Context: an optimization exercise on an open-source flow, tuned for small area, a short achievable clock period and few clock cycles per item. The choices shown serve that exercise and are no tape-out recipe. In this exercise RTL edits were held to simulation tests only and were not proved equivalent to the original. Power and IR drop assume default switching activity.

==> flow/design.v (excerpt) <==
module alf_line_coder (
    input  wire        clk,
    input  wire        rst,           
    input  wire [7:0]  fmt,           
    input  wire        in_valid,
    output wire        in_ready,
    input  wire [15:0] in_sample,
    input  wire        in_last,       
    output reg         out_valid,
    input  wire        out_ready,
    output reg  [31:0] out_data,
    output reg         out_last,      
    output wire [23:0] out_nbits      
);
    reg  [1:0]  f_bsel;
    reg  [2:0]  f_d;
    always @(*) begin
        case (fmt)
            8'h01:               begin f_bsel = 2'd0; f_d = 3'd1; end
            8'h02, 8'h03, 8'h04: begin f_bsel = 2'd2; f_d = 3'd1; end
            8'h10:               begin f_bsel = 2'd0; f_d = 3'd2; end
            8'h11, 8'h12:        begin f_bsel = 2'd2; f_d = 3'd2; end
            8'h20:               begin f_bsel = 2'd0; f_d = 3'd3; end
            8'h21, 8'h31:        begin f_bsel = 2'd1; f_d = 3'd3; end
            8'h30:               begin f_bsel = 2'd1; f_d = 3'd0; end
            default:             begin f_bsel = 2'd0; f_d = 3'd1; end
        endcase
    end
    reg         line_first;           
    reg         rdy_o;                
    reg         sk_v;
    reg  [15:0] sk_s;
    reg         sk_last, sk_first;
    reg  [1:0]  sk_bsel;
    reg  [2:0]  sk_d;
    reg         x_v;
    reg  [15:0] x_s;
    reg         x_last, x_first;
    reg  [1:0]  x_bsel;
    reg  [2:0]  x_d;
    assign in_ready = rdy_o;
    wire in_fire = in_valid && !sk_v;
    wire x_take;                      
  ...
Size: ~5100 cells after synthesis.
export LEC_CHECK = 0
export ABC_AREA = 1
export CAP_MARGIN = 20
export CORE_MARGIN = 2
export CORE_UTILIZATION = 55
export CTS_BUF_LIST = sky130_fd_sc_hd__clkbuf_16
export CTS_CLUSTER_DIAMETER = 60
export CTS_CLUSTER_SIZE = 30
export PLACE_DENSITY = 0.75
export SLEW_MARGIN = 20
create_clock -name core_clock -period 50.0 [get_ports {clk}]
run.sh (not shown) runs the stock make flow with config.mk's settings and CLKGATE_MAP_FILE= SYNTH_SCRIPT=/design/flow/synth_recipe.tcl, a recipe that flattens the netlist after the stock synthesis.
Testbench counts at the start, summed over its fixed seeds: cycles 108,120, samples 107,845.
Rerun with:
--- a/flow/design.v
+++ b/flow/design.v
@@ -120,13 +120,13 @@
     reg  [15:0] alive;
     reg         any0;
     reg  [3:0]  win;
     integer j, jb2;
     always @(*) begin
         for (j = 0; j < 15; j = j + 1)
-            cand[j] = (j >= 12) ? {1'b0, cost[j][9:0]} : cost[j];
+            cand[j] = cost[j];
         cand[15] = {1'b0, thr};
         alive = 16'hFFFF;
         for (jb2 = 10; jb2 >= 0; jb2 = jb2 - 1) begin
             any0 = 1'b0;
             for (j = 0; j < 16; j = j + 1)
                 any0 = any0 | (alive[j] & ~cand[j][jb2]);
@@ -143,19 +143,18 @@
     reg  [4:0]  d_code;
     reg  [5:0]  d_m;
     reg         d_last;
     reg  [1:0]  d_bsel;
     wire [4:0]  d_m1     = d_m[4:0] - 5'd1;
     wire [4:0]  dec_code = d_code;
-    reg         cq0_v;
-    reg  [4:0]  cq0_code;
-    reg  [4:0]  cq0_m;                
-    reg         cq0_last;
-    reg  [1:0]  cq0_bsel;
-    wire blk_pop;
-    wire dec_fire = d_v && (!cq0_v || blk_pop);        
+    reg         cq0_v, cq1_v;
+    reg  [4:0]  cq0_code, cq1_code;
+    reg  [4:0]  cq0_m, cq1_m;         
+    reg         cq0_last, cq1_last;
+    reg  [1:0]  cq0_bsel, cq1_bsel;
+    wire dec_fire = d_v && !(cq0_v && cq1_v);         
     wire d_cap    = dec_pend && (!d_v || dec_fire);    
     reg  [15:0] rg [0:33];            
     reg  [5:0]  ph;                   
     reg  [5:0]  rd, wr;               
     reg  [5:0]  n;                    
     reg  [4:0]  eidx;                 
@@ -202,14 +201,13 @@
     reg  [73:0] acc;                  
     reg  [6:0]  cnt;                  
     reg  [1:0]  lw;                   
     reg  [15:0] wcnt;
     reg  [4:0]  lbm;
     reg  [4:0]  lb1;                  
-    reg         plast;            
-    wire [15:0] wbase = plast ? 16'd0 : wcnt;       
+    wire [15:0] wbase = out_last ? 16'd0 : wcnt;    
     wire        oload;                                
     reg         osk_v;                
     reg  [31:0] osk_data;
     reg         osk_last;
     wire        pk_out = (cnt >= 7'd32) && !osk_v;
     wire [6:0]  cnt_o  = pk_out ? cnt - 7'd32 : cnt;
@@ -228,19 +226,18 @@
     wire        n34     = (n == 6'd34);
     wire        n_empty = n0 || (n1 && emit);
     assign      xu      = x_v && (n0 || ((ph == wr) && !n34) || (emit && (n1 || n34)))
                           && (!dec_pend || d_cap);
     wire        write   = xu;
     assign x_take = !x_v || xu;
-    assign blk_pop = emit && blk_end;
+    wire blk_pop  = emit && blk_end;
     integer i, b2;
     reg [10:0] cbase, cterm, csum; reg cc;
     always @(posedge clk) begin
         if (oload) begin
             out_data <= osk_v ? osk_data : acc[73:42];
-            out_last <= osk_v ? osk_last : lw[0];
             if (osk_v ? osk_last : lw[0]) begin
                 wcnt <= wbase + {15'd0, (lb1 == 5'd31)};
                 lbm  <= lb1 + 5'd1;
             end else
                 wcnt <= wbase + 16'd1;
         end
@@ -294,12 +291,25 @@
             d_bsel <= dec_bsel;
         end
         rg[0] <= write ? u_new : rg[33];
         for (i = 1; i < 34; i = i + 1)
             rg[i] <= rg[i-1];
         if (dec_fire) begin
+            if (blk_pop ? cq1_v : cq0_v) begin
+                cq1_code <= dec_code;
+                cq1_m    <= d_m1;
+                cq1_last <= d_last;
+                cq1_bsel <= d_bsel;
+            end
+        end
+        if (blk_pop && cq1_v) begin
+            cq0_code <= cq1_code;
+            cq0_m    <= cq1_m;
+            cq0_last <= cq1_last;
+            cq0_bsel <= cq1_bsel;
+        end else if (dec_fire && (blk_pop || !cq0_v)) begin
             cq0_code <= dec_code;
             cq0_m    <= d_m1;
             cq0_last <= d_last;
             cq0_bsel <= d_bsel;
         end
         if (rst) begin
@@ -312,17 +322,18 @@
             d_v        <= 1'b0;
             ph         <= 6'd0;
             rd         <= 6'd0;
             wr         <= 6'd0;
             n          <= 6'd0;
             cq0_v      <= 1'b0;
+            cq1_v      <= 1'b0;
             eidx       <= 5'd0;
             acc        <= 74'd0;
             cnt        <= 7'd0;
             lw         <= 2'd0;
-            plast      <= 1'b1;
+            out_last   <= 1'b1;
             osk_v      <= 1'b0;
             out_valid  <= 1'b0;
         end else begin
             if (in_fire)
                 line_first <= in_last;
             sk_v <= sk_v_n;
@@ -343,16 +354,19 @@
                 rd <= ph;
             else if (emit)
                 rd <= rd_n;
             if (write)
                 wr <= ph_n;
             n <= n_after + {5'd0, write};
-            if (dec_fire)
+            if (blk_pop) begin
+                cq0_v <= cq1_v || dec_fire;
+                cq1_v <= cq1_v && dec_fire;
+            end else if (dec_fire) begin
                 cq0_v <= 1'b1;
-            else if (blk_pop)
-                cq0_v <= 1'b0;
+                cq1_v <= cq0_v;
+            end
             if (emit) begin
                 acc  <= acc_o | placed;
                 cnt  <= line_end ? ((t <= 8'd32) ? 7'd32 : 7'd64) : t[6:0];
                 lw   <= line_end ? ((t <= 8'd32) ? 2'b01 : 2'b10) : lw_o;
                 if (line_end)
                     lb1 <= t[4:0] - 5'd1;
@@ -362,13 +376,13 @@
                 cnt <= cnt_o;
                 lw  <= lw_o;
             end
             if (!out_valid || out_ready) begin
                 if (osk_v || pk_out) begin
                     out_valid <= 1'b1;
-                    plast     <= osk_v ? osk_last : lw[0];
+                    out_last  <= osk_v ? osk_last : lw[0];
                     osk_v <= 1'b0;
                 end else
                     out_valid <= 1'b0;
             end else if (pk_out) begin
                 osk_v    <= 1'b1;
                 osk_data <= acc[73:42];
Effect: Setup slack loses 0.15 ns; design area rises by 1.9%; clock-buffer cell count falls by 2; maximum frequency falls by 1.3%; hold slack gains 0.010 ns; area after synthesis rises by 2.2%; via count rises by 3.8%; final cell count rises by 1.8%; power rises by 2.3%; global-route usage rises by 0.44 points; critical path depth is unchanged; clock skew rises by 0.0037 ns.
Testbench counts after the change, summed over its fixed seeds: cycles 108,120, samples 107,845.

## v6
Another version of the RTL of alf_line_coder (not shown whole).
For scale: ~5400 cells after synthesis, roughly 1100 flip-flops, ~88 I/O pins, roughly 46000 sq um of cells after synthesis.
clock: 50.0 ns
lec_check: 0
abc_area: 1
cap_margin: 20
core_margin: 2
core_utilization: 55
cts_buf_list: sky130_fd_sc_hd__clkbuf_16
cts_cluster_diameter: 60
cts_cluster_size: 30
place_density: 0.75
slew_margin: 20
v6 was carried through to the last stage, and its layout satisfied the timing, design-rule and antenna checks.
Testbench counts of v6, summed over its fixed seeds: cycles 108,120, samples 107,845.
[inputs] v7 vs v6
--- a/flow/design.v
+++ b/flow/design.v
@@ -50,35 +50,31 @@
     reg  [2:0]  nseen;                
     reg  [1:0]  phase;                
     wire [1:0]  e_bsel = x_first ? x_bsel : l_bsel;
     wire [2:0]  e_d    = x_first ? x_d    : l_d;
     wire [2:0]  e_seen = x_first ? 3'd0   : nseen;
     wire [1:0]  e_ph   = x_first ? 2'd0   : phase;
-    reg  [15:0] pred;
+    reg  [3:0]  psel;
     wire        n_first = sk_v ? sk_first : line_first;    
     wire [2:0]  n_d     = xu ? e_d : l_d;
     wire [2:0]  n_seen  = xu ? ((e_seen == 3'd4) ? 3'd4 : e_seen + 3'd1) : nseen;
     wire [1:0]  n_ph    = xu ? e_ph + 2'd1 : phase;
-    wire [15:0] n_h1    = xu ? x_s         : hist1;
-    wire [15:0] n_h2    = xu ? hist1       : hist2;
-    wire [9:0]  n_h3    = xu ? hist2[9:0]  : hist3;
-    wire [9:0]  n_h4    = xu ? hist3       : hist4;
     wire [2:0]  n_pd    = (n_d == 3'd0) ? (n_ph[0] ? 3'd2 : 3'd4) : n_d;
-    reg  [15:0] pred_n;
+    reg  [3:0]  psel_n;
     always @(*) begin
-        if (n_first || n_seen < n_pd)
-            pred_n = 16'd0;
-        else begin
+        psel_n = 4'd0;
+        if (!n_first && n_seen >= n_pd)
             case (n_pd)
-                3'd1:    pred_n = n_h1;
-                3'd2:    pred_n = n_h2;
-                3'd3:    pred_n = {6'd0, n_h3};
-                default: pred_n = {6'd0, n_h4};
+                3'd1:    psel_n = 4'b0001;
+                3'd2:    psel_n = 4'b0010;
+                3'd3:    psel_n = 4'b0100;
+                default: psel_n = 4'b1000;
             endcase
-        end
     end
+    wire [15:0] pred = ({16{psel[0]}} & hist1) | ({16{psel[1]}} & hist2)
+                     | ({16{psel[2]}} & {6'd0, hist3}) | ({16{psel[3]}} & {6'd0, hist4});
     wire [15:0] diff = x_s - pred;
     reg  [15:0] u_new;
     always @(*) begin
         case (e_bsel)
             2'd0:    u_new = {8'd0, diff[6:0] ^ {7{diff[7]}}, diff[7]};
             2'd1:    u_new = {6'd0, diff[8:0] ^ {9{diff[9]}}, diff[9]};
@@ -124,13 +120,13 @@
     reg  [15:0] alive;
     reg         any0;
     reg  [3:0]  win;
     integer j, jb2;
     always @(*) begin
         for (j = 0; j < 15; j = j + 1)
-            cand[j] = cost[j];
+            cand[j] = (j >= 12) ? {1'b0, cost[j][9:0]} : cost[j];
         cand[15] = {1'b0, thr};
         alive = 16'hFFFF;
         for (jb2 = 10; jb2 >= 0; jb2 = jb2 - 1) begin
             any0 = 1'b0;
             for (j = 0; j < 16; j = j + 1)
                 any0 = any0 | (alive[j] & ~cand[j][jb2]);
@@ -205,13 +201,14 @@
     reg  [73:0] acc;                  
     reg  [6:0]  cnt;                  
     reg  [1:0]  lw;                   
     reg  [15:0] wcnt;
     reg  [4:0]  lbm;
     reg  [4:0]  lb1;                  
-    wire [15:0] wbase = out_last ? 16'd0 : wcnt;    
+    reg         plast;            
+    wire [15:0] wbase = plast ? 16'd0 : wcnt;       
     wire        oload;                                
     reg         osk_v;                
     reg  [31:0] osk_data;
     reg         osk_last;
     wire        pk_out = (cnt >= 7'd32) && !osk_v;
     wire [6:0]  cnt_o  = pk_out ? cnt - 7'd32 : cnt;
@@ -236,12 +233,13 @@
     wire blk_pop  = emit && blk_end;
     integer i, b2;
     reg [10:0] cbase, cterm, csum; reg cc;
     always @(posedge clk) begin
         if (oload) begin
             out_data <= osk_v ? osk_data : acc[73:42];
+            out_last <= osk_v ? osk_last : lw[0];
             if (osk_v ? osk_last : lw[0]) begin
                 wcnt <= wbase + {15'd0, (lb1 == 5'd31)};
                 lbm  <= lb1 + 5'd1;
             end else
                 wcnt <= wbase + 16'd1;
         end
@@ -255,13 +253,13 @@
         if (x_take && (sk_v || in_fire)) begin
             x_s     <= sk_v ? sk_s     : in_sample;
             x_last  <= sk_v ? sk_last  : in_last;
             x_first <= sk_v ? sk_first : line_first;
             x_bsel  <= sk_v ? sk_bsel  : f_bsel;
             x_d     <= sk_v ? sk_d     : f_d;
-            pred    <= pred_n;
+            psel    <= psel_n;
         end
         if (xu) begin
             if (x_first) begin
                 l_bsel <= x_bsel;
                 l_d    <= x_d;
             end
@@ -331,13 +329,13 @@
             cq0_v      <= 1'b0;
             cq1_v      <= 1'b0;
             eidx       <= 5'd0;
             acc        <= 74'd0;
             cnt        <= 7'd0;
             lw         <= 2'd0;
-            out_last   <= 1'b1;
+            plast      <= 1'b1;
             osk_v      <= 1'b0;
             out_valid  <= 1'b0;
         end else begin
             if (in_fire)
                 line_first <= in_last;
             sk_v <= sk_v_n;
@@ -380,13 +378,13 @@
                 cnt <= cnt_o;
                 lw  <= lw_o;
             end
             if (!out_valid || out_ready) begin
                 if (osk_v || pk_out) begin
                     out_valid <= 1'b1;
-                    out_last  <= osk_v ? osk_last : lw[0];
+                    plast     <= osk_v ? osk_last : lw[0];
                     osk_v <= 1'b0;
                 end else
                     out_valid <= 1'b0;
             end else if (pk_out) begin
                 osk_v    <= 1'b1;
                 osk_data <= acc[73:42];
--- outcome ---
- Measured against each other, v7 and v6 differ in number of enable-type register cells in the synthesized netlist, the higher figure coming from v7.
- v7 — total routing usage reported by global routing 0.73 points higher, v6 as reference
- Worst supply voltage drop on vdd down 0.000010 V in v7 wrt v6
- [v7] sequential share of cell area rose 1.1 points relative to v6
- Diff v6 -> v7 | global-route wire length before repair | increase of about 0.5%
- The worst-case hold slack of v6 and that of v7 are within noise of each other.
- When v7 is set beside v6, its portion of total power attributed to sequential cells turns out to be 0.8 points smaller.
- v7 vs v6 — wire length reported by the detailed router rose about 1.1%.
- Inverter count of the layout excluding clock inverters: v7 < v6
- Lower synthesized area goes to v7 over v6.
- Per the comparison of v7 with v6, area fraction in and, or, nand and nor cells after synthesis lower; biggest fanout along the worst timing path lower; met2 track demand over resource in global routing higher; total of endpoints with negative setup slack in the final report roughly the same.
Testbench counts of v7, summed over its fixed seeds: cycles 108,120, samples 107,845.

## port drivers added, routing unchanged
Ports are ideal in the flow. The routed layouts listed here were re-timed in OpenROAD.
Step 1 (the two cells are an assumption about what drives the block):
set clk [get_ports {clk}]
set_driving_cell -lib_cell sky130_fd_sc_hd__clkbuf_16 $clk
set_driving_cell -lib_cell sky130_fd_sc_hd__buf_2 [delete_from_list [all_inputs] $clk]
Step 2 adds t to the input delays and takes it off the output delays; t is the mean of the earliest and latest rising clock arrival at the registers after step 1. Input paths then give back, and output paths get back, about the clock's delay inside the block.
Slacks: no drivers / after step 1 / after step 2; pairs: no drivers / after step 1.
| run | shift t [ns] | slack for setup (ns) | worst setup path after step 2 | worst slew at a driven data input, ns | cell pins on the clock port's net |
|---|---|---|---|---|---|
| the first run of note 1 | 0.732 | 38.317 / 38.249 / 38.127 | input to register | 0.07 | 1 |
| the second run of note 1 | 0.740 | 38.163 / 38.094 / 38.083 | input to register | 0.05 | 1 |
| v6 | 0.705 | 38.272 / 38.207 / 38.068 | input to register | 0.06 | 1 |
| v7 | 0.706 | 38.321 / 38.256 / 37.856 | input to register | 0.05 | 1 |
After both steps setup and hold are still met in every run listed. For v7, which loses most, drivers alone change the setup slack by -0.065 ns; drivers and shift together by -0.465 ns.
